Source: an optimization exercise on an open RTL-to-GDS flow (aim: small area, a short achievable clock period and few clock cycles per item). Production flows keep margins and buffers that such runs may drop. Only simulation tests tie the RTL to the original design; equivalence was not proved. No activity file was given, so power comes from the tool's default toggle rates.

==> flow/design.v <==
module cws_bitenc (
    input  wire        clk,
    input  wire        rst,
    input  wire        cmd_valid,
    output wire        cmd_ready,
    input  wire [1:0]  cmd_hdr,
    input  wire [1:0]  cmd_crc,
    input  wire        cmd_fec,
    input  wire [12:0] cmd_len,
    input  wire [15:0] cmd_bseq,
    input  wire [31:0] cmd_user,
    input  wire        in_valid,
    output wire        in_ready,
    input  wire [7:0]  in_data,
    output wire        out_valid,
    input  wire        out_ready,
    output wire [15:0] out_data,
    output wire [4:0]  out_nbits,
    output wire        out_last
);
    reg        idle;           
    reg        f_h1, f_h, f_pay, f_c, f_tail;
    reg  [5:0] hsel;           
    reg  [3:0] csel;           
    reg        hlong, has_pay, ck16, ck32, fec;
    reg [47:0] hsr;            
    reg [31:0] crc;            
    reg  [5:0] enc;            
    reg [12:0] in_left;        
    reg        hi_z;           
    reg        in_ready_r;
    reg  [7:0] cur;            
    reg        cur_v;
    reg        cur_d;          
    reg        cur_t;          
    reg        cur_e;          
    reg        cur_l;          
    reg  [7:0] q1_d;           
    reg        q1_v;
    reg        pk_half;        
    reg [15:0] od;
    reg        ov, ol;
    reg  [2:0] onb;
    function [15:0] crc16_byte(input [15:0] c, input [7:0] b);
        integer i;
        reg [15:0] r;
        begin
            r = c;
            for (i = 7; i >= 0; i = i - 1)
                r = {r[14:0], 1'b0} ^ ((r[15] ^ b[i]) ? 16'h1021 : 16'h0000);
            crc16_byte = r;
        end
    endfunction
    function [31:0] crc32_byte(input [31:0] c, input [7:0] b);
        integer i;
        reg [31:0] r;
        begin
            r = c;
            for (i = 0; i < 8; i = i + 1)
                r = {1'b0, r[31:1]} ^ ((r[0] ^ b[i]) ? 32'hEDB8_8320 : 32'h0000_0000);
            crc32_byte = r;
        end
    endfunction
    wire [31:0] c32n = crc32_byte(crc, cur);
    wire [15:0] c16n = crc16_byte(crc[31:16], cur);
    wire [31:0] crc_upd = {ck32 ? c32n[31:16] : c16n, c32n[15:0]};
    wire out_free = !ov || out_ready;
    wire go = cur_v && out_free;
    reg [15:0] fw;
    reg  [5:0] enc_n;
    always @* begin : conv
        integer i;
        reg [6:0] w;
        reg [5:0] s;
        s = enc;
        for (i = 0; i < 8; i = i + 1) begin
            w = {cur[7 - i], s};
            fw[2 * i]     = ^(w & 7'o171);
            fw[2 * i + 1] = ^(w & 7'o133);
            s = w[6:1];
        end
        enc_n = s;
    end
    wire [7:0] rb = {cur[0], cur[1], cur[2], cur[3], cur[4], cur[5], cur[6], cur[7]};
    wire        complete = fec || cur_e || pk_half || cur_l;
    wire [15:0] cb = fec     ? {fw[15:12] & {4{!cur_t}}, fw[11:0]} :
                     pk_half ? {rb, od[7:0]} : {8'h00, rb};
    wire [2:0]  cb_nb = fec     ? (cur_t ? 3'b011 : 3'b100) :
                        pk_half ? 3'b100 :
                        cur_e   ? 3'b000 : 3'b010;
    wire keep0  = cur_v && !go;
    wire push   = in_valid && in_ready_r;
    wire accept = idle && cmd_valid;
    wire left_z = hi_z && (in_left[3:0] == 4'd0);
    wire left_1 = hi_z && (in_left[3:0] == 4'd1);
    wire hi_1   = (in_left[12:4] == 9'd1);
    wire h_end  = hlong ? hsel[5] : hsel[1];
    wire [7:0] cbyte = ((crc[31:24] & {8{csel[0]}}) | (crc[23:16] & {8{csel[1]}}) |
                        (crc[15:8]  & {8{csel[2]}}) | (crc[7:0]   & {8{csel[3]}})) ^ {8{ck32}};
    wire [7:0] hbyte = (hsr[47:40] & {8{hsel[0]}}) | (hsr[39:32] & {8{hsel[1]}}) |
                       (hsr[31:24] & {8{hsel[2]}}) | (hsr[23:16] & {8{hsel[3]}}) |
                       (hsr[15:8]  & {8{hsel[4]}}) | (hsr[7:0]   & {8{hsel[5]}});
    wire c_end  = ck32 ? csel[3] : csel[1];
    reg [12:0] left_dec;
    always @* begin : dec
        integer i;
        for (i = 0; i < 13; i = i + 1)
            left_dec[i] = in_left[i] ^ ~|(in_left & ((13'd1 << i) - 13'd1));
    end
    wire nocrc  = !ck16 && !ck32;
    wire take = !keep0;
    wire pay_last = q1_v ? left_z : left_1;
    wire c_ok  = f_c && !(cur_v && cur_d);
    wire p_ok  = f_pay && (q1_v || push);
    wire [7:0] nxt = f_h1 ? in_left[7:0] :
                     f_h  ? hbyte :
                     f_c  ? cbyte :
                     f_pay ? (q1_v ? q1_d : in_data) : 8'd0;
    wire nxt_d = f_h1 || f_h || f_pay;
    wire nxt_l = (((f_h && h_end && !has_pay) || (f_pay && pay_last)) && nocrc && !fec) ||
                 (f_c && c_end && !fec) || f_tail;
    wire nxt_v = f_h1 || f_h || c_ok || f_tail || p_ok;
    wire fetch_h1   = take && f_h1;
    wire fetch_h    = take && f_h;
    wire fetch_pay  = take && f_pay;
    wire fetch_c    = take && c_ok;
    wire fetch_tail = take && f_tail;
    wire pay_got    = take && p_ok;
    wire data_end = (fetch_h && h_end && !has_pay) || (pay_got && pay_last);
    wire q1_v_n = fetch_pay ? (q1_v && push) : (q1_v || push);
    wire f_h1_n = accept ? (cmd_hdr != 2'd0) : (f_h1 && !fetch_h1);
    wire left_nz_n = accept ? (cmd_len != 13'd0) :
                     idle ? 1'b0 :
                     push ? !left_1 : !left_z;
    wire cmd_empty = (cmd_hdr == 2'd0) && (cmd_len == 13'd0) &&
                     (cmd_crc == 2'd0) && !cmd_fec;
    assign cmd_ready = idle;
    assign in_ready  = in_ready_r;
    assign out_valid = ov;
    assign out_data  = od;
    assign out_nbits = {onb, 2'b00};
    assign out_last  = ol;
    always @(posedge clk) begin
        if (idle) begin
            hlong   <= (cmd_hdr == 2'd2);
            has_pay <= (cmd_len != 13'd0);
            ck16    <= (cmd_crc == 2'd1);
            ck32    <= (cmd_crc == 2'd2);
            fec     <= cmd_fec;
            hsr     <= {cmd_bseq, cmd_user};
            in_left <= cmd_len;
            crc     <= 32'hFFFF_FFFF;
            enc     <= 6'd0;
            hsel    <= 6'b000001;
            csel    <= 4'b0001;
            hi_z    <= (cmd_len[12:4] == 9'd0);
            cur     <= {3'b000, cmd_len[12:8]};
            cur_d   <= 1'b1;
            cur_t   <= 1'b0;
            cur_e   <= cmd_empty;
            cur_l   <= cmd_empty;
        end else begin
            if (push) begin
                in_left <= left_dec;
                if (in_left[3:0] == 4'd0)
                    hi_z <= hi_1;
            end
            if (go) begin
                if (cur_d)
                    crc <= crc_upd;
                enc <= enc_n;
            end
            if (take) begin
                cur   <= nxt;
                cur_d <= nxt_d;
                cur_t <= f_tail;
                cur_l <= nxt_l;
            end
            if (fetch_h)
                hsel <= {hsel[4:0], 1'b0};
            if (fetch_c)
                csel <= {csel[2:0], 1'b0};
        end
        if (!(q1_v && !fetch_pay))
            q1_d <= in_data;
        if (rst) begin
            idle       <= 1'b1;
            f_h1       <= 1'b0;
            f_h        <= 1'b0;
            f_pay      <= 1'b0;
            f_c        <= 1'b0;
            f_tail     <= 1'b0;
            cur_v      <= 1'b0;
            q1_v       <= 1'b0;
            in_ready_r <= 1'b0;
        end else begin
            if (accept) begin
                idle   <= 1'b0;
                f_pay  <= (cmd_hdr == 2'd0) && (cmd_len != 13'd0);
                f_c    <= (cmd_hdr == 2'd0) && (cmd_len == 13'd0) && (cmd_crc != 2'd0);
                f_tail <= (cmd_hdr == 2'd0) && (cmd_len == 13'd0) && (cmd_crc == 2'd0) && cmd_fec;
            end else begin
                if (go && cur_l)
                    idle <= 1'b1;
                if (fetch_h && h_end && has_pay)
                    f_pay <= 1'b1;
                else if (pay_got && pay_last)
                    f_pay <= 1'b0;
                if (data_end && !nocrc)
                    f_c <= 1'b1;
                else if (fetch_c && c_end)
                    f_c <= 1'b0;
                if ((data_end && nocrc && fec) || (fetch_c && c_end && fec))
                    f_tail <= 1'b1;
                else if (fetch_tail)
                    f_tail <= 1'b0;
            end
            f_h1 <= f_h1_n;
            if (fetch_h1)
                f_h <= 1'b1;
            else if (fetch_h && h_end)
                f_h <= 1'b0;
            cur_v      <= accept ? ((cmd_hdr != 2'd0) || cmd_empty) :
                          (take ? nxt_v : 1'b1);
            q1_v       <= q1_v_n;
            in_ready_r <= left_nz_n && !q1_v_n && !f_h1_n;
        end
        if (rst)
            pk_half <= 1'b0;
        else if (go)
            pk_half <= !complete;
        if (out_free) begin
            od  <= cb;
            onb <= cb_nb;
            ol  <= cur_l;
        end
        if (rst)
            ov <= 1'b0;
        else if (out_free)
            ov <= go && complete;
    end
endmodule
clock: 5.0 ns
lec_check: 0
cap_margin: 20
core_margin: 2
core_utilization: 40
cts_buf_list: sky130_fd_sc_hd__clkbuf_8
place_density: 0.6
setup_slack_margin: 3.0
slew_margin: 20
standard.sh (not shown) runs the stock make flow with config.mk's settings and CLKGATE_MAP_FILE= SYNTH_SCRIPT=/design/flow/synth_recipe.tcl, a recipe that flattens the netlist after the stock synthesis.
==> flow/flow/run.sh <==
#!/bin/bash
# The standard layout, with plain buffers (buf_1) on the ports instead of
# the delay-cell buffers that buffer_ports picks by default. Every port
# still gets its own buffer.
set -euo pipefail
bash standard.sh finish "BUFFER_PORTS_ARGS=-buffer_cell sky130_fd_sc_hd__buf_1" > flow_make.log 2>&1
The starting point finished with timing, DRC and antenna clean.
Testbench counts at the start, summed over its fixed seeds: cycles 90,573, items 1,077,244.
Change:
- CTS_BUF_LIST: sky130_fd_sc_hd__clkbuf_8 -> sky130_fd_sc_hd__clkbuf_4 sky130_fd_sc_hd__clkbuf_8
- SETUP_SLACK_MARGIN: 3.0 -> 2.8
Outcome: The changed run ran to the end with no violations; worst setup slack improved by 0.042 ns; core utilization falls by 2.1 points; total power decreases by a few percent; routed wire length shrinks slightly.
Change:
- CORE_UTILIZATION: 40 -> 60
- CTS_BUF_LIST: sky130_fd_sc_hd__clkbuf_4 sky130_fd_sc_hd__clkbuf_8 -> sky130_fd_sc_hd__clkbuf_8
- PLACE_DENSITY: 0.6 -> 0.75
=> Cell count fell by a little under a tenth. Die area is lower by a quarter to a third. Clock power stays flat. Global-route usage rises by 8.3 points. Wire length decreases by a few percent. First-iteration DRC count increases by about a fifth. Final area fell slightly.
Change:
- CORE_UTILIZATION: 60 -> 40
- PLACE_DENSITY: 0.75 -> 0.6
Outcome: The changed run produced a clean layout; clock skew barely changes; non-clock buffer count increases by 2; via count is lower by 1.8%; setup slack improves by 0.11 ns; sequential power barely changes; final area increases by 1.6%; total power is higher by 1.1%; fmax climbs by 5.4%.

[re-timing with driven ports]
In the flow no input, the clock included, has a driving cell. The finished layouts below were timed again as built, in two steps.
Step 1, drivers: a clkbuf_16 drives clk and a buf_2 each remaining input, both assumed.
Step 2 moves the port delays by t, midway between the first and last clock arrival at a register: inputs arrive t later, outputs are due t later. That takes back most of the time a late clock gives input paths.
Three values: ideal, step 1, step 2; two values: the first two.
| run | shift t [ns] | setup WS [ns] | worst setup path at the end |
|---|---|---|---|
| the first run | 0.500 | 2.825 / 2.826 / 2.326 | input to register |
| the second run | 0.508 | 2.867 / 2.838 / 2.380 | input to register |
| the third run | 0.514 | 2.753 / 2.767 / 2.253 | input to register |
| the fourth run | 0.508 | 2.867 / 2.838 / 2.380 | input to register |
After both steps setup and hold are still met in every run listed. The setup slack of the third run, which loses most, moves by +0.014 ns with the drivers and by -0.500 ns with both steps.
